From an optimization exercise on the open Yosys and OpenROAD flow, aimed at small area, a short achievable clock period and few clock cycles per item; shortcuts taken in it are not production practice.
In this exercise RTL edits were held to simulation tests only and were not proved equivalent to the original.

--- flow/run.sh ---
#!/bin/bash
# The standard layout, with the ports buffered by the smallest buffer
# (sky130_fd_sc_hd__buf_1) instead of the default delay buffer, and timing
# repair aiming 14 ns below the clock period.
set -euo pipefail
bash standard.sh "BUFFER_PORTS_ARGS=-buffer_cell sky130_fd_sc_hd__buf_1" SETUP_SLACK_MARGIN=14 finish > standard_flow.log 2>&1
--- standard.sh ---
#!/bin/bash
# synth_recipe.tcl (not shown) runs the flow's synth.tcl, then flattens the netlist and writes it again
# the make line also repeats each setting of config.mk as NAME=value (left out here)
make -C /OpenROAD-flow-scripts/flow DESIGN_CONFIG=/design/flow/config.mk WORK_HOME=/design/flow/orfs CLKGATE_MAP_FILE= SYNTH_SCRIPT=/design/flow/synth_recipe.tcl "${@:-finish}"
--- config.mk ---
export PLATFORM = sky130hd
export DESIGN_NAME = gst_ecc
export DESIGN_NICKNAME = gst_ecc
export VERILOG_FILES = /design/flow/design.v
export SDC_FILE = /design/flow/constraint.sdc
export NUM_CORES = 4
export LEC_CHECK = 0
export CAP_MARGIN = 20
export CORE_MARGIN = 2
export CORE_UTILIZATION = 40
export CTS_BUF_LIST = sky130_fd_sc_hd__clkbuf_8
export SLEW_MARGIN = 20
--- constraint.sdc ---
create_clock -name core_clock -period 25.0 [get_ports {clk}]
set_input_delay 5.0000 -clock core_clock [delete_from_list [all_inputs] [get_ports {clk}]]
set_output_delay 5.0000 -clock core_clock [all_outputs]
set_load 0.01 [all_outputs]
--- design.v ---
module gst_ecc (
    input  wire        clk,
    input  wire        rst,
    input  wire        req_valid,
    output wire        req_ready,
    input  wire [1:0]  req_op,        
    input  wire [33:0] req_addr,      
    input  wire [31:0] req_origin,
    input  wire [79:0] req_cw,        
    input  wire [63:0] req_wdata,     
    input  wire [7:0]  req_wmask,     
    output reg         rsp_valid,
    input  wire        rsp_ready,
    output wire [63:0] rsp_data,
    output wire        rsp_wr,
    output wire [79:0] rsp_cw,
    output wire [1:0]  rsp_weight,    
    output wire        rsp_poison,
    input  wire        stat_clr,      
    input  wire [1:0]  log_clr,       
    output wire [63:0] eccstat,
    output wire [63:0] ecclog,
    output wire [31:0] eccorg
);
    wire [6:0] s1, s3;
    wire par;
    wire sx_0 = req_cw[24] ^ req_cw[75];
    wire sx_1 = req_cw[25] ^ req_cw[76];
    wire sx_2 = req_cw[55] ^ req_cw[72];
    wire sx_3 = req_cw[58] ^ sx_0;
    wire sx_4 = req_cw[17] ^ req_cw[33];
    wire sx_5 = req_cw[30] ^ req_cw[37];
    wire sx_6 = req_cw[23] ^ req_cw[50];
    wire sx_7 = req_cw[27] ^ req_cw[56];
    wire sx_8 = req_cw[19] ^ req_cw[67];
    wire sx_9 = req_cw[38] ^ req_cw[51];
    wire sx_10 = req_cw[59] ^ req_cw[73];
    wire sx_11 = req_cw[60] ^ req_cw[74];
    wire sx_12 = req_cw[8] ^ req_cw[39];
    wire sx_13 = req_cw[9] ^ req_cw[40];
    wire sx_14 = req_cw[16] ^ req_cw[52];
    wire sx_15 = req_cw[28] ^ req_cw[57];
    wire sx_16 = req_cw[26] ^ req_cw[61];
    wire sx_17 = req_cw[20] ^ req_cw[68];
    wire sx_18 = req_cw[21] ^ req_cw[69];
    wire sx_19 = req_cw[7] ^ sx_6;
    wire sx_20 = req_cw[15] ^ sx_9;
    wire sx_21 = req_cw[49] ^ sx_5;
    wire sx_22 = req_cw[78] ^ sx_3;
    wire sx_23 = sx_1 ^ sx_10;
    wire sx_24 = req_cw[29] ^ req_cw[32];
    wire sx_25 = req_cw[13] ^ req_cw[48];
    wire sx_26 = req_cw[18] ^ req_cw[66];
    wire sx_27 = req_cw[31] ^ req_cw[77];
    wire sx_28 = req_cw[22] ^ sx_7;
    wire sx_29 = req_cw[46] ^ req_cw[71];
    wire sx_30 = req_cw[45] ^ sx_2;
    wire sx_31 = req_cw[10] ^ req_cw[34];
    wire sx_32 = req_cw[14] ^ req_cw[36];
    wire sx_33 = req_cw[11] ^ req_cw[41];
    wire sx_34 = req_cw[12] ^ req_cw[47];
    wire sx_35 = req_cw[43] ^ req_cw[53];
    wire sx_36 = req_cw[35] ^ sx_11;
    wire sx_37 = req_cw[42] ^ sx_15;
    wire sx_38 = req_cw[54] ^ sx_8;
    wire sx_39 = req_cw[62] ^ sx_4;
    wire sx_40 = req_cw[70] ^ sx_16;
    wire sx_41 = sx_12 ^ sx_14;
    wire sx_42 = sx_18 ^ sx_20;
    wire sx_43 = sx_17 ^ sx_26;
    wire sx_44 = sx_21 ^ sx_28;
    wire sx_45 = sx_22 ^ sx_30;
    wire sx_46 = req_cw[5] ^ sx_13;
    wire sx_47 = req_cw[3] ^ sx_19;
    wire sx_48 = req_cw[6] ^ sx_44;
    wire sx_49 = req_cw[44] ^ sx_25;
    wire sx_50 = req_cw[64] ^ sx_24;
    wire sx_51 = req_cw[63] ^ sx_31;
    wire sx_52 = sx_23 ^ sx_29;
    wire sx_53 = sx_27 ^ sx_33;
    wire sx_54 = sx_34 ^ sx_41;
    wire sx_55 = sx_32 ^ sx_43;
    wire sx_56 = req_cw[4] ^ req_cw[65];
    wire sx_57 = req_cw[52] ^ req_cw[53];
    wire sx_58 = req_cw[61] ^ sx_39;
    wire sx_59 = sx_4 ^ sx_42;
    wire sx_60 = sx_2 ^ sx_46;
    wire sx_61 = sx_36 ^ sx_37;
    wire sx_62 = sx_40 ^ sx_45;
    wire sx_63 = sx_35 ^ sx_52;
    wire sx_64 = sx_38 ^ sx_49;
    wire sx_65 = sx_47 ^ sx_51;
    wire sx_66 = req_cw[18] ^ req_cw[42];
    wire sx_67 = req_cw[23] ^ req_cw[39];
    wire sx_68 = req_cw[0] ^ req_cw[75];
    wire sx_69 = req_cw[4] ^ req_cw[72];
    wire sx_70 = req_cw[26] ^ req_cw[65];
    wire sx_71 = req_cw[2] ^ sx_13;
    wire sx_72 = req_cw[51] ^ req_cw[57];
    wire sx_73 = req_cw[54] ^ req_cw[74];
    wire sx_74 = req_cw[1] ^ sx_50;
    wire sx_75 = req_cw[47] ^ sx_8;
    wire sx_76 = req_cw[46] ^ sx_19;
    wire sx_77 = req_cw[13] ^ sx_56;
    wire sx_78 = req_cw[71] ^ sx_1;
    wire sx_79 = req_cw[66] ^ sx_16;
    wire sx_80 = req_cw[25] ^ sx_60;
    wire sx_81 = req_cw[41] ^ sx_48;
    wire sx_82 = req_cw[77] ^ sx_18;
    wire sx_83 = req_cw[37] ^ sx_59;
    wire sx_84 = sx_14 ^ sx_22;
    wire sx_85 = sx_17 ^ sx_27;
    wire sx_86 = sx_20 ^ sx_24;
    wire sx_87 = sx_11 ^ sx_37;
    wire sx_88 = sx_12 ^ sx_36;
    wire sx_89 = req_cw[73] ^ sx_57;
    wire sx_90 = req_cw[76] ^ sx_62;
    wire sx_91 = sx_25 ^ sx_35;
    wire sx_92 = sx_23 ^ sx_40;
    wire sx_93 = sx_29 ^ sx_45;
    wire sx_94 = sx_39 ^ sx_53;
    wire sx_95 = sx_54 ^ sx_63;
    wire sx_96 = sx_55 ^ sx_64;
    wire sx_97 = sx_50 ^ sx_72;
    wire sx_98 = sx_61 ^ sx_65;
    wire sx_99 = sx_54 ^ sx_86;
    wire sx_100 = sx_67 ^ sx_82;
    wire sx_101 = sx_70 ^ sx_89;
    wire sx_102 = sx_84 ^ sx_97;
    wire sx_103 = sx_94 ^ sx_98;
    assign s1[0] = (((sx_44 ^ sx_52) ^ (sx_53 ^ (sx_19 ^ sx_38))) ^ (sx_87 ^ ((sx_68 ^ ((req_cw[14] ^ req_cw[44]) ^ (req_cw[55] ^ req_cw[62]))) ^ sx_42)));
    assign s1[1] = ((sx_99 ^ (sx_87 ^ (sx_85 ^ (((req_cw[43] ^ req_cw[56]) ^ sx_6) ^ (req_cw[63] ^ (req_cw[1] ^ req_cw[22])))))) ^ sx_90);
    assign s1[2] = (sx_102 ^ (sx_63 ^ ((sx_100 ^ sx_58) ^ (sx_71 ^ ((req_cw[30] ^ sx_7) ^ sx_49)))));
    assign s1[3] = ((sx_65 ^ (sx_101 ^ (sx_75 ^ ((req_cw[70] ^ (req_cw[11] ^ req_cw[40])) ^ (sx_66 ^ sx_7))))) ^ (sx_83 ^ sx_93));
    assign s1[4] = (((((sx_69 ^ sx_73) ^ sx_28) ^ (sx_9 ^ ((req_cw[34] ^ req_cw[35]) ^ (req_cw[48] ^ req_cw[64])))) ^ (sx_43 ^ ((req_cw[70] ^ (req_cw[19] ^ req_cw[24])) ^ (sx_15 ^ sx_33)))) ^ sx_95);
    assign s1[5] = (((((req_cw[49] ^ req_cw[58]) ^ (req_cw[71] ^ req_cw[75])) ^ (sx_34 ^ ((req_cw[17] ^ req_cw[20]) ^ (req_cw[29] ^ req_cw[36])))) ^ (sx_100 ^ sx_101)) ^ ((sx_61 ^ sx_64) ^ sx_80));
    assign s1[6] = (((sx_55 ^ (((req_cw[50] ^ (req_cw[10] ^ req_cw[21])) ^ sx_91) ^ (sx_73 ^ ((req_cw[29] ^ req_cw[40]) ^ sx_10)))) ^ sx_81) ^ sx_90);
    assign s3[0] = (((sx_58 ^ sx_60) ^ (sx_75 ^ ((req_cw[56] ^ (req_cw[31] ^ req_cw[38])) ^ (sx_15 ^ sx_68)))) ^ (sx_76 ^ ((sx_23 ^ sx_51) ^ sx_55)));
    assign s3[1] = ((((sx_77 ^ sx_85) ^ (sx_8 ^ ((req_cw[50] ^ req_cw[5]) ^ sx_57))) ^ sx_59) ^ (sx_92 ^ (((req_cw[8] ^ (req_cw[14] ^ req_cw[34])) ^ sx_21) ^ (sx_3 ^ sx_30))));
    assign s3[2] = (((sx_79 ^ sx_91) ^ ((((req_cw[19] ^ req_cw[27]) ^ (req_cw[38] ^ req_cw[68])) ^ (sx_13 ^ sx_5)) ^ (sx_41 ^ sx_78))) ^ sx_103);
    assign s3[3] = (sx_83 ^ ((((sx_32 ^ ((req_cw[28] ^ req_cw[48]) ^ (req_cw[59] ^ req_cw[6]))) ^ sx_74) ^ (sx_76 ^ sx_88)) ^ ((sx_79 ^ (sx_3 ^ sx_53)) ^ sx_80)));
    assign s3[4] = (sx_93 ^ (sx_48 ^ (((sx_26 ^ (req_cw[9] ^ (req_cw[16] ^ req_cw[32]))) ^ (sx_38 ^ sx_77)) ^ (sx_58 ^ sx_88))));
    assign s3[5] = (sx_102 ^ (sx_96 ^ (sx_47 ^ (((req_cw[69] ^ (req_cw[12] ^ req_cw[33])) ^ (sx_11 ^ sx_69)) ^ (sx_21 ^ sx_78)))));
    assign s3[6] = (sx_81 ^ (sx_99 ^ (((sx_66 ^ ((req_cw[33] ^ req_cw[36]) ^ (req_cw[60] ^ req_cw[62]))) ^ sx_92) ^ (sx_71 ^ (((req_cw[65] ^ req_cw[67]) ^ (req_cw[78] ^ req_cw[7])) ^ (sx_0 ^ sx_31))))));
    assign par = (sx_103 ^ ((((sx_42 ^ sx_74) ^ (sx_46 ^ (sx_56 ^ (req_cw[79] ^ (req_cw[0] ^ req_cw[2]))))) ^ (sx_48 ^ sx_96)) ^ (sx_62 ^ sx_95)));
    wire [6:0] w3;
    wire [127:0] w3_tab0 = 128'h85171f397d3521e1ec0715d9c155d956;
    wire [127:0] w3_tab1 = 128'h077bca8c40edde83cfa9b8fae20590f0;
    wire [127:0] w3_tab2 = 128'hd3d8a3c4b729aac8883ed3b1ef77e000;
    wire [127:0] w3_tab3 = 128'h9d7459fd639529fbdb72e2c062284688;
    wire [127:0] w3_tab4 = 128'h76d02a17ab13d34bf22b331b534913bc;
    wire [127:0] w3_tab5 = 128'h7a55ce6bcde0f5c45424a2b9e9a25f80;
    wire [127:0] w3_tab6 = 128'h4ae285f65b8d65a17edf971ddc8880a0;
    assign w3 = {w3_tab6[s1], w3_tab5[s1], w3_tab4[s1], w3_tab3[s1], w3_tab2[s1], w3_tab1[s1], w3_tab0[s1]};
    wire [6:0] t;
    wire [12:0] tm_p;
    assign tm_p[0] = (s3[0] & w3[0]);
    assign tm_p[1] = (s3[0] & w3[1]) ^ (s3[1] & w3[0]);
    assign tm_p[2] = (s3[0] & w3[2]) ^ (s3[1] & w3[1]) ^ (s3[2] & w3[0]);
    assign tm_p[3] = (s3[0] & w3[3]) ^ (s3[1] & w3[2]) ^ (s3[2] & w3[1]) ^ (s3[3] & w3[0]);
    assign tm_p[4] = (s3[0] & w3[4]) ^ (s3[1] & w3[3]) ^ (s3[2] & w3[2]) ^ (s3[3] & w3[1]) ^ (s3[4] & w3[0]);
    assign tm_p[5] = (s3[0] & w3[5]) ^ (s3[1] & w3[4]) ^ (s3[2] & w3[3]) ^ (s3[3] & w3[2]) ^ (s3[4] & w3[1]) ^ (s3[5] & w3[0]);
    assign tm_p[6] = (s3[0] & w3[6]) ^ (s3[1] & w3[5]) ^ (s3[2] & w3[4]) ^ (s3[3] & w3[3]) ^ (s3[4] & w3[2]) ^ (s3[5] & w3[1]) ^ (s3[6] & w3[0]);
    assign tm_p[7] = (s3[1] & w3[6]) ^ (s3[2] & w3[5]) ^ (s3[3] & w3[4]) ^ (s3[4] & w3[3]) ^ (s3[5] & w3[2]) ^ (s3[6] & w3[1]);
    assign tm_p[8] = (s3[2] & w3[6]) ^ (s3[3] & w3[5]) ^ (s3[4] & w3[4]) ^ (s3[5] & w3[3]) ^ (s3[6] & w3[2]);
    assign tm_p[9] = (s3[3] & w3[6]) ^ (s3[4] & w3[5]) ^ (s3[5] & w3[4]) ^ (s3[6] & w3[3]);
    assign tm_p[10] = (s3[4] & w3[6]) ^ (s3[5] & w3[5]) ^ (s3[6] & w3[4]);
    assign tm_p[11] = (s3[5] & w3[6]) ^ (s3[6] & w3[5]);
    assign tm_p[12] = (s3[6] & w3[6]);
    assign t[0] = tm_p[0] ^ tm_p[7] ^ tm_p[11];
    assign t[1] = tm_p[1] ^ tm_p[8] ^ tm_p[12];
    assign t[2] = tm_p[2] ^ tm_p[9];
    assign t[3] = tm_p[3] ^ tm_p[7] ^ tm_p[10] ^ tm_p[11];
    assign t[4] = tm_p[4] ^ tm_p[8] ^ tm_p[11] ^ tm_p[12];
    assign t[5] = tm_p[5] ^ tm_p[9] ^ tm_p[12];
    assign t[6] = tm_p[6] ^ tm_p[10];
    wire [6:0] c = t ^ 7'd1;
    wire [6:0] z0;
    wire zx_0 = c[3] ^ c[6];
    wire zx_1 = c[2] ^ c[4];
    assign z0[0] = 1'b0;
    assign z0[1] = (zx_0 ^ zx_1);
    assign z0[2] = (c[4] ^ zx_0);
    assign z0[3] = (c[5] ^ c[6]);
    assign z0[4] = (c[1] ^ zx_1);
    assign z0[5] = (c[5] ^ zx_0);
    assign z0[6] = zx_0;
    wire [6:0] x1n;
    wire [12:0] xm_p;
    assign xm_p[0] = (s1[0] & z0[0]);
    assign xm_p[1] = (s1[0] & z0[1]) ^ (s1[1] & z0[0]);
    assign xm_p[2] = (s1[0] & z0[2]) ^ (s1[1] & z0[1]) ^ (s1[2] & z0[0]);
    assign xm_p[3] = (s1[0] & z0[3]) ^ (s1[1] & z0[2]) ^ (s1[2] & z0[1]) ^ (s1[3] & z0[0]);
    assign xm_p[4] = (s1[0] & z0[4]) ^ (s1[1] & z0[3]) ^ (s1[2] & z0[2]) ^ (s1[3] & z0[1]) ^ (s1[4] & z0[0]);
    assign xm_p[5] = (s1[0] & z0[5]) ^ (s1[1] & z0[4]) ^ (s1[2] & z0[3]) ^ (s1[3] & z0[2]) ^ (s1[4] & z0[1]) ^ (s1[5] & z0[0]);
    assign xm_p[6] = (s1[0] & z0[6]) ^ (s1[1] & z0[5]) ^ (s1[2] & z0[4]) ^ (s1[3] & z0[3]) ^ (s1[4] & z0[2]) ^ (s1[5] & z0[1]) ^ (s1[6] & z0[0]);
    assign xm_p[7] = (s1[1] & z0[6]) ^ (s1[2] & z0[5]) ^ (s1[3] & z0[4]) ^ (s1[4] & z0[3]) ^ (s1[5] & z0[2]) ^ (s1[6] & z0[1]);
    assign xm_p[8] = (s1[2] & z0[6]) ^ (s1[3] & z0[5]) ^ (s1[4] & z0[4]) ^ (s1[5] & z0[3]) ^ (s1[6] & z0[2]);
    assign xm_p[9] = (s1[3] & z0[6]) ^ (s1[4] & z0[5]) ^ (s1[5] & z0[4]) ^ (s1[6] & z0[3]);
    assign xm_p[10] = (s1[4] & z0[6]) ^ (s1[5] & z0[5]) ^ (s1[6] & z0[4]);
    assign xm_p[11] = (s1[5] & z0[6]) ^ (s1[6] & z0[5]);
    assign xm_p[12] = (s1[6] & z0[6]);
    assign x1n[0] = xm_p[0] ^ xm_p[7] ^ xm_p[11];
    assign x1n[1] = xm_p[1] ^ xm_p[8] ^ xm_p[12];
    assign x1n[2] = xm_p[2] ^ xm_p[9];
    assign x1n[3] = xm_p[3] ^ xm_p[7] ^ xm_p[10] ^ xm_p[11];
    assign x1n[4] = xm_p[4] ^ xm_p[8] ^ xm_p[11] ^ xm_p[12];
    assign x1n[5] = xm_p[5] ^ xm_p[9] ^ xm_p[12];
    assign x1n[6] = xm_p[6] ^ xm_p[10];
    wire [6:0] x2n = x1n ^ s1;
    wire s1z = (s1 == 7'd0);
    wire cz  = (t == 7'd1);
    wire fue = s1z ? (s3 != 7'd0) : (!cz && (par || !t[0]));
    wire is_w = (req_op == 2'd0);
    wire is_m = (req_op == 2'd2);
    wire is_s = (req_op == 2'd3);
    wire [7:0] kmask = is_w ? 8'hFF : is_m ? req_wmask : 8'h00;
    reg  [63:0] xm;
    integer bi;
    always @(*) begin
        for (bi = 0; bi < 8; bi = bi + 1)
            xm[8*bi +: 8] = kmask[bi] ? req_wdata[8*bi +: 8] : req_cw[14 + 8*bi +: 8];
    end
    reg [63:0] q_x;
    reg [7:0]  q_kmask;
    reg [6:0]  x1, x2;
    reg        q_s1z, q_cz, q_fue, q_par, q_pr;
    reg        q_w, q_m, q_s;
    reg [33:0] q_addr;
    reg [31:0] q_origin;
    wire load = !rsp_valid || rsp_ready;
    assign req_ready = load;
    always @(posedge clk) begin
        if (rst)
            rsp_valid <= 1'b0;
        else if (load)
            rsp_valid <= req_valid;
        if (load) begin
            q_x      <= xm;
            q_kmask  <= kmask;
            x1       <= x1n;
            x2       <= x2n;
            q_s1z    <= s1z;
            q_cz     <= cz;
            q_fue    <= fue;
            q_par    <= par;
            q_pr     <= req_cw[78];
            q_w      <= is_w;
            q_m      <= is_m;
            q_s      <= is_s;
            q_addr   <= req_addr;
            q_origin <= req_origin;
        end
    end
    wire       v1, p1;
    wire [127:0] v1_tab0 = 128'h341efc53e5ef4f6366edbbb9ab551f7e;
    assign v1 = {v1_tab0[x1]};
    wire [127:0] p1_tab0 = 128'h00000000000040000000000000000000;
    assign p1 = {p1_tab0[x1]};
    wire       v2, p2;
    wire [127:0] v2_tab0 = 128'h341efc53e5ef4f6366edbbb9ab551f7e;
    assign v2 = {v2_tab0[x2]};
    wire [127:0] p2_tab0 = 128'h00000000000040000000000000000000;
    assign p2 = {p2_tab0[x2]};
    wire       ue = q_fue || (!q_s1z && (!v2 || (!q_cz && !v1)));
    wire [1:0] w  = q_s1z ? {1'b0, q_par} : (q_cz && q_par) ? 2'd1 : 2'd2;
    wire       pz = !ue && (q_pr ^ p1 ^ p2);
    assign rsp_weight = q_w ? 2'd0 : ue ? 2'd3 : w;
    assign rsp_poison = !q_w && pz;
    assign rsp_wr     = q_w || q_m || (q_s && !pz && (ue || w != 2'd0));
    wire   enc_p      = (q_m && (ue || pz)) || (q_s && ue);
    wire   q_report   = !q_w && !(q_s && pz);
    wire   q_scrub    = q_s;
    reg [63:0] en;
    integer bj;
    always @(*) begin
        for (bj = 0; bj < 8; bj = bj + 1)
            en[8*bj +: 8] = {8{!ue && !q_kmask[bj]}};
    end
    wire [63:0] h1, h2;
    assign h1[0] = (x1 == 7'd65);
    assign h1[1] = (x1 == 7'd11);
    assign h1[2] = (x1 == 7'd22);
    assign h1[3] = (x1 == 7'd44);
    assign h1[4] = (x1 == 7'd88);
    assign h1[5] = (x1 == 7'd57);
    assign h1[6] = (x1 == 7'd114);
    assign h1[7] = (x1 == 7'd109);
    assign h1[8] = (x1 == 7'd83);
    assign h1[9] = (x1 == 7'd47);
    assign h1[10] = (x1 == 7'd94);
    assign h1[11] = (x1 == 7'd53);
    assign h1[12] = (x1 == 7'd106);
    assign h1[13] = (x1 == 7'd93);
    assign h1[14] = (x1 == 7'd51);
    assign h1[15] = (x1 == 7'd102);
    assign h1[16] = (x1 == 7'd69);
    assign h1[17] = (x1 == 7'd3);
    assign h1[18] = (x1 == 7'd6);
    assign h1[19] = (x1 == 7'd12);
    assign h1[20] = (x1 == 7'd24);
    assign h1[21] = (x1 == 7'd48);
    assign h1[22] = (x1 == 7'd96);
    assign h1[23] = (x1 == 7'd73);
    assign h1[24] = (x1 == 7'd27);
    assign h1[25] = (x1 == 7'd54);
    assign h1[26] = (x1 == 7'd108);
    assign h1[27] = (x1 == 7'd81);
    assign h1[28] = (x1 == 7'd43);
    assign h1[29] = (x1 == 7'd86);
    assign h1[30] = (x1 == 7'd37);
    assign h1[31] = (x1 == 7'd74);
    assign h1[32] = (x1 == 7'd29);
    assign h1[33] = (x1 == 7'd58);
    assign h1[34] = (x1 == 7'd116);
    assign h1[35] = (x1 == 7'd97);
    assign h1[36] = (x1 == 7'd75);
    assign h1[37] = (x1 == 7'd31);
    assign h1[38] = (x1 == 7'd62);
    assign h1[39] = (x1 == 7'd124);
    assign h1[40] = (x1 == 7'd113);
    assign h1[41] = (x1 == 7'd107);
    assign h1[42] = (x1 == 7'd95);
    assign h1[43] = (x1 == 7'd55);
    assign h1[44] = (x1 == 7'd110);
    assign h1[45] = (x1 == 7'd85);
    assign h1[46] = (x1 == 7'd35);
    assign h1[47] = (x1 == 7'd70);
    assign h1[48] = (x1 == 7'd5);
    assign h1[49] = (x1 == 7'd10);
    assign h1[50] = (x1 == 7'd20);
    assign h1[51] = (x1 == 7'd40);
    assign h1[52] = (x1 == 7'd80);
    assign h1[53] = (x1 == 7'd41);
    assign h1[54] = (x1 == 7'd82);
    assign h1[55] = (x1 == 7'd45);
    assign h1[56] = (x1 == 7'd90);
    assign h1[57] = (x1 == 7'd61);
    assign h1[58] = (x1 == 7'd122);
    assign h1[59] = (x1 == 7'd125);
    assign h1[60] = (x1 == 7'd115);
    assign h1[61] = (x1 == 7'd111);
    assign h1[62] = (x1 == 7'd87);
    assign h1[63] = (x1 == 7'd39);
    assign h2[0] = (x2 == 7'd65);
    assign h2[1] = (x2 == 7'd11);
    assign h2[2] = (x2 == 7'd22);
    assign h2[3] = (x2 == 7'd44);
    assign h2[4] = (x2 == 7'd88);
    assign h2[5] = (x2 == 7'd57);
    assign h2[6] = (x2 == 7'd114);
    assign h2[7] = (x2 == 7'd109);
    assign h2[8] = (x2 == 7'd83);
    assign h2[9] = (x2 == 7'd47);
    assign h2[10] = (x2 == 7'd94);
    assign h2[11] = (x2 == 7'd53);
    assign h2[12] = (x2 == 7'd106);
    assign h2[13] = (x2 == 7'd93);
    assign h2[14] = (x2 == 7'd51);
    assign h2[15] = (x2 == 7'd102);
    assign h2[16] = (x2 == 7'd69);
    assign h2[17] = (x2 == 7'd3);
    assign h2[18] = (x2 == 7'd6);
    assign h2[19] = (x2 == 7'd12);
    assign h2[20] = (x2 == 7'd24);
    assign h2[21] = (x2 == 7'd48);
    assign h2[22] = (x2 == 7'd96);
    assign h2[23] = (x2 == 7'd73);
    assign h2[24] = (x2 == 7'd27);
    assign h2[25] = (x2 == 7'd54);
    assign h2[26] = (x2 == 7'd108);
    assign h2[27] = (x2 == 7'd81);
    assign h2[28] = (x2 == 7'd43);
    assign h2[29] = (x2 == 7'd86);
    assign h2[30] = (x2 == 7'd37);
    assign h2[31] = (x2 == 7'd74);
    assign h2[32] = (x2 == 7'd29);
    assign h2[33] = (x2 == 7'd58);
    assign h2[34] = (x2 == 7'd116);
    assign h2[35] = (x2 == 7'd97);
    assign h2[36] = (x2 == 7'd75);
    assign h2[37] = (x2 == 7'd31);
    assign h2[38] = (x2 == 7'd62);
    assign h2[39] = (x2 == 7'd124);
    assign h2[40] = (x2 == 7'd113);
    assign h2[41] = (x2 == 7'd107);
    assign h2[42] = (x2 == 7'd95);
    assign h2[43] = (x2 == 7'd55);
    assign h2[44] = (x2 == 7'd110);
    assign h2[45] = (x2 == 7'd85);
    assign h2[46] = (x2 == 7'd35);
    assign h2[47] = (x2 == 7'd70);
    assign h2[48] = (x2 == 7'd5);
    assign h2[49] = (x2 == 7'd10);
    assign h2[50] = (x2 == 7'd20);
    assign h2[51] = (x2 == 7'd40);
    assign h2[52] = (x2 == 7'd80);
    assign h2[53] = (x2 == 7'd41);
    assign h2[54] = (x2 == 7'd82);
    assign h2[55] = (x2 == 7'd45);
    assign h2[56] = (x2 == 7'd90);
    assign h2[57] = (x2 == 7'd61);
    assign h2[58] = (x2 == 7'd122);
    assign h2[59] = (x2 == 7'd125);
    assign h2[60] = (x2 == 7'd115);
    assign h2[61] = (x2 == 7'd111);
    assign h2[62] = (x2 == 7'd87);
    assign h2[63] = (x2 == 7'd39);
    assign rsp_data = q_x ^ ((h1 ^ h2) & en);
    wire [64:0] info = {enc_p, rsp_data};
    wire [13:0] chk;
    wire cpar;
    wire ex_0 = info[3] ^ info[14];
    wire ex_1 = info[17] ^ info[43];
    wire ex_2 = info[0] ^ info[22];
    wire ex_3 = info[1] ^ info[23];
    wire ex_4 = info[2] ^ info[24];
    wire ex_5 = info[4] ^ info[26];
    wire ex_6 = info[5] ^ info[27];
    wire ex_7 = info[25] ^ info[30];
    wire ex_8 = info[13] ^ info[46];
    wire ex_9 = info[31] ^ info[47];
    wire ex_10 = info[37] ^ info[62];
    wire ex_11 = info[38] ^ info[63];
    wire ex_12 = info[9] ^ info[29];
    wire ex_13 = info[18] ^ info[44];
    wire ex_14 = info[6] ^ info[61];
    wire ex_15 = info[33] ^ info[58];
    wire ex_16 = info[32] ^ ex_5;
    wire ex_17 = info[39] ^ info[64];
    wire ex_18 = info[50] ^ info[53];
    wire ex_19 = info[56] ^ ex_0;
    wire ex_20 = ex_7 ^ ex_9;
    wire ex_21 = info[12] ^ info[45];
    wire ex_22 = info[10] ^ info[48];
    wire ex_23 = info[11] ^ info[49];
    wire ex_24 = info[28] ^ info[42];
    wire ex_25 = info[7] ^ ex_10;
    wire ex_26 = info[40] ^ ex_2;
    wire ex_27 = info[41] ^ ex_3;
    wire ex_28 = info[52] ^ ex_1;
    wire ex_29 = info[55] ^ ex_4;
    wire ex_30 = info[57] ^ ex_8;
    wire ex_31 = info[60] ^ ex_6;
    wire ex_32 = info[20] ^ info[59];
    wire ex_33 = info[21] ^ ex_11;
    wire ex_34 = info[19] ^ ex_14;
    wire ex_35 = info[15] ^ ex_30;
    wire ex_36 = info[54] ^ ex_20;
    wire ex_37 = ex_16 ^ ex_18;
    wire ex_38 = ex_21 ^ ex_22;
    wire ex_39 = ex_15 ^ ex_31;
    wire ex_40 = info[16] ^ info[50];
    wire ex_41 = info[8] ^ ex_13;
    wire ex_42 = info[34] ^ info[59];
    wire ex_43 = info[35] ^ ex_17;
    wire ex_44 = info[51] ^ ex_12;
    wire ex_45 = info[29] ^ ex_39;
    wire ex_46 = info[44] ^ ex_24;
    wire ex_47 = info[54] ^ ex_26;
    wire ex_48 = ex_11 ^ ex_27;
    wire ex_49 = ex_23 ^ ex_29;
    wire ex_50 = ex_25 ^ ex_32;
    wire ex_51 = ex_19 ^ ex_38;
    wire ex_52 = info[14] ^ info[33];
    wire ex_53 = info[13] ^ info[49];
    wire ex_54 = info[0] ^ ex_0;
    wire ex_55 = info[8] ^ info[61];
    wire ex_56 = info[26] ^ info[43];
    wire ex_57 = info[30] ^ info[45];
    wire ex_58 = info[40] ^ info[42];
    wire ex_59 = info[10] ^ ex_13;
    wire ex_60 = info[24] ^ ex_8;
    wire ex_61 = info[4] ^ ex_28;
    wire ex_62 = info[1] ^ ex_33;
    wire ex_63 = info[36] ^ info[63];
    wire ex_64 = info[36] ^ info[64];
    wire ex_65 = info[51] ^ info[55];
    wire ex_66 = info[23] ^ ex_19;
    wire ex_67 = info[11] ^ ex_36;
    wire ex_68 = info[48] ^ ex_1;
    wire ex_69 = info[27] ^ ex_23;
    wire ex_70 = info[7] ^ ex_45;
    wire ex_71 = info[37] ^ ex_17;
    wire ex_72 = info[5] ^ ex_49;
    wire ex_73 = info[12] ^ ex_46;
    wire ex_74 = info[16] ^ ex_50;
    wire ex_75 = info[46] ^ ex_20;
    wire ex_76 = info[28] ^ ex_42;
    wire ex_77 = info[60] ^ ex_12;
    wire ex_78 = info[34] ^ ex_40;
    wire ex_79 = info[32] ^ ex_47;
    wire ex_80 = ex_4 ^ ex_34;
    wire ex_81 = info[62] ^ ex_43;
    wire ex_82 = ex_14 ^ ex_29;
    wire ex_83 = ex_27 ^ ex_35;
    wire ex_84 = ex_26 ^ ex_37;
    wire ex_85 = ex_24 ^ ex_41;
    wire ex_86 = ex_34 ^ ex_44;
    wire ex_87 = ex_28 ^ ex_53;
    wire ex_88 = ex_35 ^ ex_68;
    wire ex_89 = ex_51 ^ ex_56;
    wire ex_90 = ex_48 ^ ex_60;
    wire ex_91 = ex_66 ^ ex_84;
    assign chk[0] = (ex_88 ^ ((((ex_52 ^ ex_57) ^ ex_41) ^ (ex_6 ^ (ex_18 ^ ex_2))) ^ ((ex_71 ^ ex_76) ^ ex_86)));
    assign chk[1] = (((ex_39 ^ ex_47) ^ ex_74) ^ (ex_87 ^ ((((info[38] ^ info[57]) ^ ex_18) ^ (ex_22 ^ ex_3)) ^ ((ex_55 ^ ex_9) ^ ex_43))));
    assign chk[2] = ((ex_49 ^ (ex_33 ^ (((info[19] ^ info[43]) ^ ex_10) ^ (ex_57 ^ ex_64)))) ^ (ex_83 ^ (ex_45 ^ ex_79)));
    assign chk[3] = (((ex_73 ^ ex_75) ^ (ex_78 ^ (ex_19 ^ ex_71))) ^ (ex_82 ^ ((ex_32 ^ (info[22] ^ ex_15)) ^ ex_48)));
    assign chk[4] = (ex_91 ^ ((ex_75 ^ ex_80) ^ (ex_85 ^ (((info[35] ^ info[38]) ^ (info[9] ^ (info[21] ^ info[33]))) ^ (ex_25 ^ ex_31)))));
    assign chk[5] = (((ex_59 ^ ((info[17] ^ ex_64) ^ ex_54)) ^ ex_90) ^ (ex_50 ^ (ex_36 ^ ex_37)));
    assign chk[6] = ((((ex_42 ^ (ex_1 ^ ex_2)) ^ ex_37) ^ (ex_62 ^ ex_82)) ^ ((ex_77 ^ (ex_30 ^ ex_46)) ^ ex_67));
    assign chk[7] = (ex_70 ^ (ex_89 ^ (((ex_13 ^ ex_3) ^ (ex_65 ^ ((info[22] ^ info[2]) ^ (info[32] ^ info[61])))) ^ (ex_36 ^ ex_81))));
    assign chk[8] = ((((((info[18] ^ info[31]) ^ ex_10) ^ (ex_17 ^ ex_63)) ^ (ex_28 ^ ex_44)) ^ ex_72) ^ ex_91);
    assign chk[9] = (((ex_51 ^ ex_61) ^ (ex_76 ^ (ex_55 ^ ((info[25] ^ info[39]) ^ ex_12)))) ^ (ex_79 ^ ex_90));
    assign chk[10] = ((((ex_7 ^ ((info[47] ^ info[53]) ^ ex_5)) ^ ex_81) ^ (ex_77 ^ ((ex_52 ^ ex_58) ^ ex_59))) ^ (ex_72 ^ ex_83));
    assign chk[11] = ((ex_67 ^ ex_89) ^ (ex_80 ^ (((info[58] ^ (info[15] ^ info[41])) ^ ex_78) ^ (ex_63 ^ (ex_58 ^ ex_6)))));
    assign chk[12] = ((((ex_65 ^ ((info[35] ^ info[3]) ^ (info[41] ^ info[64]))) ^ ex_73) ^ (ex_69 ^ ((info[6] ^ (info[25] ^ info[31])) ^ ex_16))) ^ (ex_74 ^ ex_88));
    assign chk[13] = ((((((info[14] ^ info[36]) ^ (info[47] ^ info[56])) ^ (ex_21 ^ ex_40)) ^ (ex_16 ^ ex_33)) ^ (ex_85 ^ ex_87)) ^ ex_70);
    assign cpar = ((ex_62 ^ ex_86) ^ (((ex_15 ^ (info[57] ^ (info[20] ^ info[2]))) ^ (ex_25 ^ ex_38)) ^ ((ex_54 ^ ex_69) ^ ex_61)));
    assign rsp_cw = {cpar, info, chk};
    reg [31:0] ce1_cnt;
    reg [15:0] ce2_cnt;
    reg [15:0] ue_cnt;
    reg [33:0] log_addr;
    reg [1:0]  log_weight;
    reg        log_poison;
    reg        log_scrub;
    reg        log_valid;
    reg        log_ovf;
    reg [31:0] org;
    wire       rsp_fire  = rsp_valid && rsp_ready;
    wire       ev_bad    = rsp_poison || (rsp_weight == 2'd3);
    wire       ev_ce1    = rsp_fire && q_report && !ev_bad && (rsp_weight == 2'd1);
    wire       ev_ce2    = rsp_fire && q_report && !ev_bad && (rsp_weight == 2'd2);
    wire       ev_ue     = rsp_fire && q_report && ev_bad;
    wire       ev_log    = ev_ce1 || ev_ce2 || ev_ue;
    wire [31:0] ce1_base = stat_clr ? 32'd0 : ce1_cnt;
    wire [15:0] ce2_base = stat_clr ? 16'd0 : ce2_cnt;
    wire [15:0] ue_base  = stat_clr ? 16'd0 : ue_cnt;
    wire        valid_base = log_valid && !log_clr[0];
    wire        ovf_base   = log_ovf && !log_clr[1];
    always @(posedge clk) begin
        if (rst) begin
            ce1_cnt    <= 32'd0;
            ce2_cnt    <= 16'd0;
            ue_cnt     <= 16'd0;
            log_addr   <= 34'd0;
            log_weight <= 2'd0;
            log_poison <= 1'b0;
            log_scrub  <= 1'b0;
            log_valid  <= 1'b0;
            log_ovf    <= 1'b0;
            org        <= 32'd0;
        end else begin
            ce1_cnt <= (ev_ce1 && ce1_base != 32'hFFFF_FFFF) ? ce1_base + 32'd1 : ce1_base;
            ce2_cnt <= (ev_ce2 && ce2_base != 16'hFFFF) ? ce2_base + 16'd1 : ce2_base;
            ue_cnt  <= (ev_ue  && ue_base  != 16'hFFFF) ? ue_base  + 16'd1 : ue_base;
            log_valid <= valid_base || ev_log;
            log_ovf   <= ovf_base || (ev_log && valid_base);
            if (ev_log && !valid_base) begin
                log_addr   <= q_addr;
                log_weight <= ev_bad ? 2'd3 : rsp_weight;
                log_poison <= rsp_poison;
                log_scrub  <= q_scrub;
                org        <= q_origin;
            end
        end
    end
    assign eccstat = {ue_cnt, ce2_cnt, ce1_cnt};
    assign ecclog  = {21'd0, log_ovf, log_valid, log_scrub, log_poison, log_weight, log_addr, 3'd0};
    assign eccorg  = org;
endmodule
==> results of run 1 <==
## worst max-delay path: stages
cell	delay (ns)
buf_1	0.42
xnor3_1	0.48
xor2_1	0.27
xnor3_1	0.37
xor3_2	0.28
buf_12	0.19
inv_6	0.18
ha_4	0.23
mux2_2	0.16
nand2_1	0.05
a221o_1	0.31
o2111ai_2	0.27
o41ai_4	0.15
buf_4	0.19
and2b_1	0.18
a221oi_2	0.28
xnor3_2	0.34
xnor3_2	0.45
buf_12	0.16
xor2_4	0.21
a211o_1	0.31
nand2_1	0.07
xor3_1	0.40
xor3_1	0.22
xnor2_1	0.14
## routing by layer
metal / GRT usage, % / part of all wire, %
met1: 36.9 / 42
met4: 9.16 / 3.4
met3: 4.61 / 7.9
met5: 0 / 0.032
met2: 43.8 / 47
## area by class of cell
type,count,area [µm²],share of cell area [%]
Multi-Input combinational cell,2002,15100,54.9
Antenna cell,3,7.51,0.0274
Inverter,100,393,1.43
Tap cell,765,957,3.49
Timing Repair Buffer,566,2420,8.83
Clock buffer,60,826,3.01
Sequential cell,297,7550,27.5
Clock inverter,33,206,0.753
## final timing paths
kind / to / depth (start not counted) / slack [ns]
setup / recovery: x2[3]$_DFFE_PP_ / 25 / 14.00
hold / removal: log_addr[17]$_SDFFE_PP0P_ / 2 / 0.45
setup reg to reg: ce1_cnt[25]$_SDFF_PP0_ / 19 / 19.65
hold reg to reg: log_addr[17]$_SDFFE_PP0P_ / 2 / 0.45
## kinds of logic after synthesis
logic type | synth area share (%)
and+or+nand+nor | 15.7
buffers and inverters | 6.69
other | 0.0161
adders and majority gates | 1.23
AOI/OAI and AO/OA | 8.23
DFF | 32.3
muxes | 3.98
xor gates and xnor gates | 31.8
## through the flow
stage	hold WS (ns)	worst slack (ns)	util [%]
after floorplan	0.437	13.82	-
after global placement	0.442	12.75	44.0
after detailed placement	0.447	12.91	44.0
after CTS	0.455	14.02	46.3
after global routing	0.474	13.92	47.5
final	0.454	14.00	47.5
## flip-flops by register name, indices dropped and copies added, names as in the netlist, 2 cells and up
register,flops
ce1_cnt,32
q_addr,34
x1,7
q_kmask,8
q_x,64
q_origin,32
log_weight,2
x2,7
ue_cnt,16
log_addr,34
org,32
ce2_cnt,16
## layout by cell type (no fill, tap or decap), drive strengths merged, types with 5 or more instances in the layout
cell type | Yosys | layout
xor2 | 110 | 110
nor2 | 258 | 258
nand3b | 5 | 5
nand3 | 40 | 40
nand4 | 17 | 17
nor3 | 80 | 80
a31oi | 10 | 10
ha | 23 | 23
nand2 | 307 | 307
nor2b | 30 | 30
conb | 1 | 24
o211ai | 14 | 14
nand2b | 27 | 27
o311ai | 8 | 8
or2 | 5 | 5
xnor3 | 49 | 49
mux2 | 68 | 68
mux2i | 14 | 14
edfxtp | 160 | 160
o221ai | 7 | 7
clkbuf | 87 | 73
or3 | 20 | 20
and2 | 11 | 11
o21ai | 59 | 59
inv | 100 | 114
buf | 120 | 553
dfxtp | 137 | 137
nor3b | 13 | 13
xnor2 | 573 | 573
a221oi | 5 | 5
a211o | 5 | 5
o22ai | 5 | 5
xor3 | 5 | 5
clkinv | 0 | 16
a211oi | 15 | 15
and3 | 11 | 11
a21oi | 135 | 135
## repair_timing
| item | 4_1_cts | 5_1_grt |
|---|---|---|
| gates resized for setup | 42 | 96 |
| pin swaps | 2 | 15 |
| buffers inserted | 9 | 24 |
| endpoints found under the setup margin | 28 | 29 |
==> results by group, run 1 <==
STA
  – Max-slew headroom: 23.1%
  – Final Cycle Share: 44.0%
  – # setup viols final: 0
  – Tmin final: 11.00 ns
  – Setup TNS: 0 ns
  – Slew @ Worst Pin: 1.15 ns
  – Max-slew violation count: 0
  – RSZ-0062 raised after global routing: yes
  – Fin. Hold Viols: 0
  – Worst Skew: 0.0246 ns
  – Fmax: 90.9 MHz

Final layout
  – Fill cells: 5,684
  – Area delta synth->final: 17.5%
  – Layout cell share with drive strength beyond 1: 11.8%
  – Final cell count without fillers: 3,826
  – Final net count: 3,268
  – Design area: 27,400 µm²

Global routing
  – Pin count of the biggest net entering global routing: 72
  – First-pass GRT wire length: 124,000 µm
  – GRT Total Usage: 27.2%
  – Initial antenna violation count: 7
  – Vias in the first global route: 19,600
  – Total grt overflow: 0

Route
  – DRC: 0
  – Wire length per cell after detailed routing: 22.3 µm
  – Via count: 20,400
  – DRT antenna net count: 0
  – 1st-iter DRT viols: 2,210
  – WL final: 85,400 µm
  – Drt pass-1 iters: 6
  – Via density per instance: 5.34

Outcome
  – Status: timing/DRC/antenna clean

Yosys
  – Yosys Warn Count: 1
  – #FFs+latches synth: 297
  – EDFF count, synth: 160
  – Mean Syn Cell Area: 9.04 µm²
  – Post-synth ARST share: 0%
  – Gate Count Post-Synth: 2,583
  – Most numerous cell in the Yosys netlist: xnor2_1
  – Synthesized area: 23,300 µm²
  – Netlist cell types: 85
  – Sequential area share after synthesis: 32.3%
  – Ys flop type: edfxtp_1
  – Synth area leader: xnor2_1
  – Synth area leaders: xnor2_1 (21%), edfxtp_1 (21%), dfxtp_1 (12%)
  – Synth top area share: 20.9%
  – Synth cell count leaders: xnor2_1 (558), nand2_1 (307), nor2_1 (258)

Placement
  – Buffers on Ports: 512
  – Placed Instances: 3,697
  – Routability Congestion: 1.14
  – Final HPWL DP: 67,400 µm
  – Post-DP Area: 25,400 µm²

CTS
  – Hold buffers post-CTS: 0
  – Clock root cell: clkbuf_8
  – Clk sinks: 297
  – Maximum clock path buffer count: 3
  – CTS Buf Count: 51
  – TritonCTS clock tree: built
  – CTS H-Tree Depth: 2
  – Worst skew pair latency: 0.62 ns
  – CTS clk-pin slew, worst paths: 0.07 ns

Critical path
  – Worst setup SP type: input port
  – Crit Path Max Fanout: 22
  – Worst r2r src: x1[0]$_DFFE_PP_
  – Critical path arrival: 11.36 ns
  – Worst Path Required: 25.36 ns
  – Critical Path Source: req_cw[43]
  – Crit path kind: input port to flop
  – Setup crit end kind: flop

Die
  – Core Area: 57,700 µm²
  – Initial Util: 40.5%
  – Die Width: 246 µm
  – Die Height: 246 µm
  – Top Ports: 537
  – Std cell rows: 88
  – Die ar.: 60,300 µm²

Worst hold path
  – HP Start: log_addr[17]$_SDFFE_PP0P_
  – Hold Path Class: flop to flop

Run
  – MaxCap Viol Count: 0
Testbench counts, summed over its fixed seeds: cycles 12,008, items 12,000.
==> run 2, diff against run 1 <==
--- a/config.mk
+++ b/config.mk
@@ -10,3 +10,2 @@
 export CORE_UTILIZATION = 40
-export CTS_BUF_LIST = sky130_fd_sc_hd__clkbuf_8
 export SLEW_MARGIN = 20
==> run 2 against run 1 <==
Still clean on timing, DRC and antenna. Fmax is 1.0% higher. First-iteration DRC count fell by 4.1%. Hold slack worse by 0.00058 ns. Critical path depth shrank 2. Register-to-register slack about the same. Clock skew shrank 0.00060 ns. Cell area up 0.23%. Area after synthesis unchanged. Critical path type unchanged.
==> results by group, run 2 <==
Global routing
  – Pin count of the biggest net entering global routing: 72 (unchanged)
  – GRT Total Usage: 27.3% (+0.068 points)
  – Total grt overflow: 0 (unchanged)
  – First-pass GRT wire length: 124,000 µm (about the same)
  – Initial antenna violation count: 6 (-1)
  – Vias in the first global route: 19,600 (-0.13%)

Critical path
  – Critical path arrival: 11.15 ns (-0.21 ns)
  – Slowest CP cell: xnor3_2
  – Worst setup SP type: input port
  – CP max stage delay: 0.51 ns (+0.03 ns)
  – Setup crit end kind: flop
  – Worst path bufs/invs: 4 (-1)
  – Crit path kind: input port to flop
  – Critical Path, Cell by Cell: buf_2 > xnor3_2 > xnor3_2 > xnor3_1 > xnor3_1 > buf_12 > ha_4 > nor2b_4 > o21a_1 > a211o_1 > o311ai_0 > a22o_2 > nand2_1 > xnor2_1 > xnor3_2 > xnor3_2 > buf_4 > buf_4 > xor2_1 > mux2i_1 > o22ai_2 > xnor2_4 > xnor3_1
  – Crit Path Max Fanout: 23 (+4.5%)
  – Most used cell, CP: xnor3_2
  – Worst Path Required: 25.27 ns (-0.09 ns)
  – Worst path top cell family by delay: XOR/XNOR gates

CTS
  – Maximum clock path buffer count: 3 (unchanged)
  – Hold buffers post-CTS: 0 (unchanged)
  – CTS clk-pin slew, worst paths: 0.06 ns (about the same)
  – Clock root cell: clkbuf_16
  – Clk sinks: 297 (unchanged)
  – CTS Buf Count: 34 (-33%)
  – CTS H-Tree Depth: 2 (unchanged)
  – TritonCTS clock tree: built
  – Worst skew pair latency: 0.55 ns (-0.07 ns)

Final layout
  – Fin util: 47.6% (+0.11 points)
  – Max reg flops: 64 (unchanged)
  – Most frequent cells in the layout: xnor2_1 (514), buf_1 (492), nand2_1 (307), nor2_1 (256), edfxtp_1 (160)
  – Area delta synth->final: 17.7%
  – Layout cell share with drive strength beyond 1: 11.3% (-0.46 points)
  – Commonest non-fill, non-tap cell in the layout: xnor2_1
  – Largest Register: q_x
  – Regs by FF count: q_x x64, log_addr x34, q_addr x34
  – Final net count: 3,258 (-0.31%)

Die
  – Die Height: 246 µm (unchanged)
  – Initial Util: 40.5% (unchanged)
  – Std cell rows: 88 (unchanged)
  – Die ar.: 60,300 µm² (unchanged)
  – Top Ports: 537 (unchanged)
  – Die Width: 246 µm (unchanged)
  – Core Area: 57,700 µm² (unchanged)

STA
  – Slew @ Worst Pin: 1.18 ns (+0.0289 ns)
  – Worst Skew: 0.0240 ns (-0.000603 ns)
  – Fin worst setup slack: 14.11 ns (+0.112 ns)
  – Final Cycle Share: 43.5% (-0.45 points)
  – Fin. Hold Viols: 0 (unchanged)
  – WHS: 0.454 ns (-0.000577 ns)
  – # setup viols final: 0 (unchanged)
  – Tmin final: 10.89 ns (-0.112 ns)
  – Setup TNS: 0 ns (unchanged)
  – Fmax: 91.9 MHz (+1.0%)
  – RSZ-0062 raised after global routing: yes
  – Max-slew headroom: 21.2% (-1.9 points)
  – Max-slew violation count: 0 (unchanged)

Outcome
  – Status: timing/DRC/antenna clean

Yosys
  – EDFF count, synth: 160 (unchanged)
  – Synth top area share: 20.9% (unchanged)
  – Synthesized area: 23,300 µm² (unchanged)
  – Netlist cell types: 85 (unchanged)
  – Ys flop type: edfxtp_1
  – Most numerous cell in the Yosys netlist: xnor2_1
  – Synth cell count leaders: xnor2_1 (558), nand2_1 (307), nor2_1 (258)
  – Post-synth ARST share: 0% (unchanged)
  – Yosys Warn Count: 1 (unchanged)
  – Synth area leaders: xnor2_1 (21%), edfxtp_1 (21%), dfxtp_1 (12%)
  – Synth area leader: xnor2_1
  – #FFs+latches synth: 297 (unchanged)
  – Sequential area share after synthesis: 32.3% (unchanged)
  – Gate Count Post-Synth: 2,583 (unchanged)
  – Mean Syn Cell Area: 9.04 µm² (unchanged)

Placement
  – Routability Congestion: 1.14 (unchanged)
  – Final HPWL DP: 67,400 µm (unchanged)
  – Worst slack, placed: 12.91 ns (unchanged)
  – Buffers on Ports: 512 (unchanged)

Route
  – Wire length per cell after detailed routing: 22.6 µm (+1.2%)
  – 1st-iter DRT viols: 2,119 (-4.1%)
  – Via density per instance: 5.39 (+0.78%)
  – DRC: 0 (unchanged)
  – WL final: 85,900 µm (+0.57%)
  – DRT antenna net count: 0 (unchanged)
  – Via count: 20,500 (+0.12%)
  – Drt pass-1 iters: 7 (+1)

Run
  – MaxCap Viol Count: 0 (unchanged)

Worst hold path
  – Hold Path Class: flop to flop
## run 2: cell counts after synthesis
No cell type changed its count.
## run 2: routing by layer
metal | share of wire [%] | vias to the layer above | track usage, % | routed length (µm)
met1 | 41 | 9885 | 37.2 | 35500
met3 | 8.5 | 217 | 4.44 | 7330
li1 | - | 9341 | - | -
met5 | 0.034 | - | 0 | 29
met4 | 3.8 | 4 | 9.64 | 3310
met2 | 46 | 1027 | 43.6 | 39800
## run 2: cells by family after synthesis
kind of cell,share of synthesized area [%]
buf+inv,6.69
xor+xnor,31.8
other cells,0.0161
fa+ha+maj,1.23
simple gates,15.7
mux,3.98
compound gates,8.23
flops,32.3
## run 2: final cells by class
cell class | instances | area [µm²]
Sequential cell | 297 | 7550
Tap cell | 765 | 957
Inverter | 100 | 390
Clock inverter | 18 | 170
Clock buffer | 43 | 946
Timing Repair Buffer | 571 | 2440
Antenna cell | 3 | 7.51
Multi-Input combinational cell | 2004 | 15000
Fill cell | 5673 | 30200
## run 2: worst min-delay path: cells and delay by family (launching register included)
kind            cells  cell delay (ns)
compound gates      1             0.05
flops               1             0.30
simple gates        1             0.05
## run 2: final timing paths
kind,startpoint,endpoint,slack [ns],depth (start not counted)
setup / recovery,req_cw[67],x2[4]$_DFFE_PP_,14.11,23
setup reg to reg,x1[0]$_DFFE_PP_,ce1_cnt[25]$_SDFF_PP0_,19.64,19
hold / removal,org[20]$_SDFFE_PP0P_,org[20]$_SDFFE_PP0P_,0.45,2
hold reg to reg,org[20]$_SDFFE_PP0P_,org[20]$_SDFFE_PP0P_,0.45,2
## run 2: per-stage QoR
step | cell area (µm²) | std cells
3_3_place_gp | 25400 | 3697
3_5_place_dp | 25400 | 3697
4_1_cts | 26900 | 3769
5_1_grt | 27500 | 3798
2_1_floorplan | 23500 | 2606
6_report | 27500 | 3801
## run 2: timing repair
item | 4_1_cts | 5_1_grt
pin swaps | 5 | 26
gates cloned | 1 | 1
setup endpoints to repair | 26 | 28
buffers inserted | 10 | 28
resized for setup | 61 | 75
==> run 3, diff against run 2 <==
--- a/config.mk
+++ b/config.mk
@@ -9,3 +9,4 @@
 export CORE_MARGIN = 2
-export CORE_UTILIZATION = 40
+export CORE_UTILIZATION = 60
+export PLACE_DENSITY = 0.72
 export SLEW_MARGIN = 20
==> run 3 against run 2 <==
Still clean. First-iteration DRC count increased by 17%. Worst setup slack improved by 0.021 ns.
==> results by group, run 3 <==
STA
  – # setup viols final: 0 (unchanged)
  – Max-slew violation count: 0 (unchanged)
  – Setup TNS: 0 ns (unchanged)
  – Slew @ Worst Pin: 1.08 ns (-0.101 ns)
  – Max-slew headroom: 27.9% (+6.7 points)
  – Fmax: 92.0 MHz (+0.20%)
  – Final Cycle Share: 43.5% (-0.085 points)
  – Tmin final: 10.86 ns (-0.0213 ns)
  – RSZ-0062 raised after global routing: yes
  – Worst Skew: 0.0212 ns (-0.00287 ns)
  – Fin. Hold Viols: 0 (unchanged)

Route
  – 1st-iter DRT viols: 2,480 (+17%)
  – Wire length per cell after detailed routing: 22.2 µm (-1.6%)
  – Via density per instance: 5.79 (+7.5%)
  – DRC: 0 (unchanged)
  – Via count: 20,500 (-0.068%)
  – WL final: 78,600 µm (-8.5%)
  – DRT antenna net count: 0 (unchanged)
  – Drt pass-1 iters: 6 (-1)

CTS
  – CTS Buf Count: 28 (-18%)
  – Maximum clock path buffer count: 3 (unchanged)
  – CTS H-Tree Depth: 1 (-1)
  – TritonCTS clock tree: built
  – Worst skew pair latency: 0.57 ns (+0.02 ns)
  – Clock root cell: clkbuf_16
  – CTS clk-pin slew, worst paths: 0.07 ns (about the same)
  – Clk sinks: 297 (unchanged)

Die
  – Initial Util: 60.5% (+20 points)
  – Die Height: 201 µm (-18%)
  – Die ar.: 40,500 µm² (-33%)
  – Std cell rows: 72 (-18%)
  – Top Ports: 537 (unchanged)
  – Core Area: 38,600 µm² (-33%)
  – Die Width: 201 µm (-18%)

Yosys
  – Synthesized area: 23,300 µm² (unchanged)
  – Synth Area in XOR/XNOR: 31.8% (unchanged)
  – Synth cell count leaders: xnor2_1 (558), nand2_1 (307), nor2_1 (258)
  – Post-synthesis mux area share: 3.98% (unchanged)
  – Sequential area share after synthesis: 32.3% (unchanged)
  – Mean Syn Cell Area: 9.04 µm² (unchanged)
  – Netlist cell types: 85 (unchanged)
  – Synth top area share: 20.9% (unchanged)
  – Post-Synth Adder-Cell Area: 1.23% (unchanged)
  – Simple-Gate Fraction of Synth Area: 15.7% (unchanged)
  – #FFs+latches synth: 297 (unchanged)
  – Synth Area in Compound Gates: 8.23% (unchanged)
  – Gate Count Post-Synth: 2,583 (unchanged)
  – Synth area leaders: xnor2_1 (21%), edfxtp_1 (21%), dfxtp_1 (12%)
  – Main combinational cell family by area after synthesis: XOR/XNOR gates
  – EDFF count, synth: 160 (unchanged)
  – Ys flop type: edfxtp_1
  – Post-synth ARST share: 0% (unchanged)
  – Yosys Warn Count: 1 (unchanged)
  – Most numerous cell in the Yosys netlist: xnor2_1
  – Synth area leader: xnor2_1

Critical path
  – Worst Path Required: 25.32 ns (+0.05 ns)
  – Worst setup SP type: input port
  – Critical Path, Cell by Cell: buf_1 > xnor3_1 > xor2_2 > xnor2_2 > xnor3_1 > buf_6 > inv_8 > ha_2 > inv_1 > nor2_1 > a21oi_1 > a32o_1 > a211oi_2 > xor2_1 > xnor2_1 > xnor3_2 > xnor3_2 > buf_4 > xor2_4 > xnor2_1 > nor2_1 > xor2_1 > xnor3_1 > xnor2_1
  – Critical path arrival: 11.18 ns (+0.03 ns)
  – Slowest CP cell: xnor3_1
  – CP Depth: 24 (+4.3%)
  – Crit Path Max Fanout: 23 (unchanged)
  – Worst path bufs/invs: 5 (+1)
  – CP max stage delay: 0.58 ns (+0.07 ns)
  – Worst path top cell family by delay: XOR/XNOR gates
  – Setup crit end kind: flop
  – Number of cells on the worst reg-to-reg path: 18 (-1)
  – Crit path kind: input port to flop

Global routing
  – Pin count of the biggest net entering global routing: 88 (+22%)
  – GRT Total Usage: 36.7% (+9.5 points)
  – First-pass GRT wire length: 114,000 µm (-8.2%)
  – Total grt overflow: 0 (unchanged)
  – Vias in the first global route: 19,100 (-2.6%)
  – Initial antenna violation count: 0 (-6)

Final layout
  – Commonest non-fill, non-tap cell in the layout: xnor2_1
  – Max reg flops: 64 (unchanged)
  – Area delta synth->final: 15.4%
  – Most frequent cells in the layout: xnor2_1 (509), buf_1 (495), nand2_1 (307), nor2_1 (256), edfxtp_1 (160)
  – Largest Register: q_x
  – Fill cells: 3,088 (-46%)
  – Fin util: 69.9% (+22 points)
  – Layout cell share with drive strength beyond 1: 10.8% (-0.58 points)
  – Regs by FF count: q_x x64, log_addr x34, q_addr x34
  – Final net count: 3,240 (-0.55%)
  – Final cell count without fillers: 3,534 (-7.0%)

Placement
  – Final HPWL DP: 61,100 µm (-9.4%)
  – Routability Congestion: 1.10 (-3.8%)
  – Placed Instances: 3,451 (-6.7%)
  – Buffers on Ports: 512 (unchanged)

Worst hold path
  – Hold Path Class: flop to flop
  – WHS Path Cells: 2 (unchanged)

Run
  – MaxCap Viol Count: 0 (unchanged)

Outcome
  – Status: timing/DRC/antenna clean
-- run 3: cell counts after synthesis --
Identical to the previous run, type by type.
-- run 3: kinds of logic after synthesis --
group | count (synthesis)
mux | 83
simple gates | 831
fa+ha+maj | 23
compound gates | 304
xor+xnor | 737
buf+inv | 307
flops | 297
other cells | 1
-- run 3: area by class of cell --
class	count	area [µm²]	share of cell area [%]
clock buffers	33	739	2.74
diodes	4	10.0	0.0372
repair buffers	559	2370	8.81
multi-input cells	2004	15000	55.7
well taps	518	648	2.41
flip-flops and latches	297	7550	28.0
clock inverters	19	223	0.827
inverters	100	395	1.47
-- run 3: final timing paths --
kind	start	end	slack [ns]
min	org[6]$_SDFFE_PP0P_	org[6]$_SDFFE_PP0P_	0.46
min reg2reg	org[6]$_SDFFE_PP0P_	org[6]$_SDFFE_PP0P_	0.46
max reg2reg	x1[0]$_DFFE_PP_	ce1_cnt[25]$_SDFF_PP0_	19.87
max	req_cw[49]	x2[5]$_DFFE_PP_	14.14
-- run 3: what timing repair did --
| item | in CTS | in global routing |
|---|---|---|
| cloned | 1 | 2 |
| resized for setup | 33 | 104 |
| hold buffers | 0 | 0 |
| pin swaps | 4 | 20 |
| buffers inserted | 4 | 19 |
| endpoints found under the setup margin | 20 | 29 |
-- run 3: per-stage QoR --
step	setup slack, ns	hold WS [ns]	area (µm²)
2_1_floorplan	13.82	0.437	23500
5_1_grt	13.96	0.475	26900
6_report	14.14	0.455	26900
4_1_cts	13.97	0.457	26200
3_5_place_dp	12.93	0.446	25100
3_3_place_gp	13.01	0.440	25100
-- run 3: per-layer routing --
metal	vias up	track usage, %	part of all wire, %
met1	9730	48.3	39
met3	227	6.92	9.5
li1	9305	-	-
met5	-	0	0
met2	1198	59.4	47
met4	0	16.0	4.9
-- run 3: worst min-delay path: cells and delay by family (launching register included) --
kind,cells,cell delay [ns]
and+or+nand+nor,1,0.05
AOI/OAI and AO/OA,1,0.05
DFF,1,0.31
==> run 4, diff against run 3 <==
--- a/config.mk
+++ b/config.mk
@@ -7,2 +7,3 @@
 export LEC_CHECK = 0
+export ABC_AREA = 1
 export CAP_MARGIN = 20
==> run 4 against run 3 <==
Highest routed layer unchanged. Clock-buffer cell count up 9. Still clean on timing, DRC and antenna. Synthesized cell count up 45%. Via count up 29%.
==> results by group, run 4 <==
Outcome
  – Status: timing/DRC/antenna clean

STA
  – RSZ-0062 raised after global routing: no
  – WHS: 0.480 ns (+0.0250 ns)
  – Setup TNS: 0 ns (unchanged)
  – Fin. Hold Viols: 0 (unchanged)
  – Worst Skew: 0.0215 ns (+0.000311 ns)
  – Slew @ Worst Pin: 1.02 ns (-0.0629 ns)
  – Max-slew violation count: 0 (unchanged)
  – Max-slew headroom: 31.4% (+3.5 points)

Die
  – Std cell rows: 75 (+4.2%)
  – Core Area: 41,900 µm² (+8.8%)
  – Die Height: 210 µm (+4.3%)
  – Top Ports: 537 (unchanged)
  – Die ar.: 44,100 µm² (+8.8%)

Global routing
  – Vias in the first global route: 23,700 (+24%)
  – Met1 Resource Use GR: 50.8% (+2.5 points)
  – Met2 usage: 62.2% (+2.8 points)
  – Initial antenna violation count: 3 (+3)
  – GR Util met3: 5.63% (-1.3 points)
  – Pin count of the biggest net entering global routing: 68 (-23%)
  – First-pass GRT wire length: 131,000 µm (+15%)
  – GRT Total Usage: 38.3% (+1.6 points)
  – Total grt overflow: 0 (unchanged)

Route
  – DRC: 0 (unchanged)
  – WL final: 87,700 µm (+12%)
  – DRT antenna net count: 0 (unchanged)
  – Drt pass-1 iters: 7 (+1)
  – 1st-iter DRT viols: 3,127 (+26%)
  – Via count: 26,400 (+29%)
  – Wire length per cell after detailed routing: 18.6 µm (-17%)

Final layout
  – Regs by FF count: q_x x64, log_addr x34, q_addr x34
  – Fin util: 67.9% (-2.0 points)
  – Commonest non-fill, non-tap cell in the layout: nand2_1
  – Most frequent cells in the layout: nand2_1 (1,045), buf_1 (510), nor2_1 (365), inv_1 (363), nand3_1 (361)
  – Fill cells: 3,923 (+27%)
  – Design area: 28,500 µm² (+5.7%)
  – Largest Register: q_x
  – Max reg flops: 64 (unchanged)
  – Area delta synth->final: 12.0%

Yosys
  – Most numerous cell in the Yosys netlist: nand2_1
  – Sequential area share after synthesis: 29.7% (-2.7 points)
  – Synth area leaders: edfxtp_1 (19%), nand2_1 (15%), dfxtp_1 (11%)
  – Gate Count Post-Synth: 3,747 (+45%)
  – Post-synth ARST share: 0% (unchanged)
  – Ys flop type: edfxtp_1
  – Mean Syn Cell Area: 6.79 µm² (-25%)
  – Synth area leader: edfxtp_1

CTS
  – TritonCTS clock tree: built
  – Maximum clock path buffer count: 3 (unchanged)
  – Worst skew pair latency: 0.57 ns (about the same)
  – Clock root cell: clkbuf_16
  – Clk sinks: 297 (unchanged)
  – CTS H-Tree Depth: 1 (unchanged)

Critical path
  – Worst setup SP type: input port
  – Worst Path Required: 20.00 ns (-5.32 ns)
  – Critical path arrival: 5.77 ns (-5.41 ns)
  – Crit path kind: input port to primary output
  – Crit Path Max Fanout: 48 (+110%)
  – Flop2flop setup slack: 19.51 ns (-0.36 ns)
  – Worst r2r src: x2[3]$_DFFE_PP_
  – Critical Path Source: rsp_ready
  – Number of cells on the worst reg-to-reg path: 27 (+9)
  – Setup crit end kind: primary output

Placement
  – Buffers on Ports: 512 (unchanged)
  – Routability Congestion: 1.05 (-4.1%)
  – Final HPWL DP: 69,900 µm (+14%)

Worst hold path
  – Hold Path Class: flop to flop
run 4: changes by cell type after synthesis, moves of 68 or more:
cell / previous run / this run
mux2_2: 68 / 0
nand3_1: 40 / 361
xor2_1: 106 / 253
nand2_1: 307 / 1048
xnor2_1: 558 / 246
o21ai_0: 53 / 191
inv_1: 97 / 366
nor2_1: 258 / 372
run 4: through the flow:
stage	worst slack, ns	std cells
detailed placement	13.99	4659
CTS	14.01	4717
finish	14.23	4723
global placement	14.21	4659
floorplan	14.26	3770
global route	14.08	4722
run 4: worst max-delay path, stage by stage:
cell     delay (ns)
buf_1          0.09
inv_1          0.10
nand2_8        0.33
buf_1          0.20
run 4: kinds of logic after synthesis:
family / Yosys count / synth area share (%)
other: 1 / 0.0147
AOI/OAI and AO/OA: 349 / 7.53
and+or+nand+nor: 1983 / 33.2
adders and majority gates: 23 / 1.13
xor gates and xnor gates: 512 / 18.1
buffers and inverters: 582 / 10.4
DFF: 297 / 29.7
run 4: area by class of cell:
type	count	area, µm²	area share, %
antenna	2	5.00	0.0176
clock buffer	42	857	3.01
clock inverter	16	169	0.593
timing repair buffer	532	2070	7.28
tap	539	674	2.37
sequential	297	7550	26.5
inverter	404	1520	5.34
multi-input combinational	2891	15600	54.9
run 4: how the worst min path moves through the flow:
stage | start | to | slack, ns | depth (start not counted)
detailed placement | org[10]$_SDFFE_PP0P_ | org[10]$_SDFFE_PP0P_ | 0.47 | 2
floorplan | log_ovf$_SDFF_PP0_ | log_ovf$_SDFF_PP0_ | 0.44 | 2
global route | log_ovf$_SDFF_PP0_ | log_ovf$_SDFF_PP0_ | 0.51 | 2
CTS | log_ovf$_SDFF_PP0_ | log_ovf$_SDFF_PP0_ | 0.48 | 2
finish | log_addr[25]$_SDFFE_PP0P_ | log_addr[25]$_SDFFE_PP0P_ | 0.48 | 2
global placement | log_addr[25]$_SDFFE_PP0P_ | log_addr[25]$_SDFFE_PP0P_ | 0.46 | 2
run 4: repair_timing:
action	CTS	global route
setup endpoints to repair	12	28
hold buffers	0	0
cloned	0	0
gates resized for setup	15	36
setup buffers	0	4
run 4: routing by layer:
metal / vias up / part of all wire (%)
met5: - / 0
met4: 0 / 5.0
met3: 261 / 9.4
met2: 1409 / 46
met1: 12000 / 40
li1: 12700 / -

==> separate check: timing with driven ports <==
No port has a modelled driver above. Below, the same layouts with a new extraction and two added sets of constraints.
Step 1 sets driving cells, clkbuf_16 on the clock port and buf_2 on the other inputs (assumed; they add their load-dependent delay and slew).
Step 2, shift: input delay + t, output delay - t, t = (earliest + latest rising clock arrival at the registers) / 2. This alone moves slack from input paths to output paths.
Three values: no drivers, after step 1, after step 2; two values: the first two.
| run | t, ns | slack for setup (ns) | hold WS [ns] | slew at the worst register clock pin (ns) | cell pins on the clock port's net |
|---|---|---|---|---|---|
| run 1 | 0.657 | 14.003 / 14.035 / 13.377 | 0.454 / 0.454 / 0.454 | 0.07 / 0.07 | 1 |
| run 2 | 0.591 | 14.115 / 14.134 / 13.543 | 0.454 / 0.454 / 0.454 | 0.07 / 0.07 | 1 |
| run 3 | 0.607 | 14.136 / 14.155 / 13.549 | 0.455 / 0.455 / 0.455 | 0.07 / 0.07 | 1 |
| run 4 | 0.621 | 14.229 / 14.204 / 13.957 | 0.480 / 0.480 / 0.480 | 0.07 / 0.07 | 1 |
After both steps setup and hold are still met in every run listed. The setup slack of run 1, which loses most, moves by +0.032 ns with the drivers and by -0.626 ns with both steps.
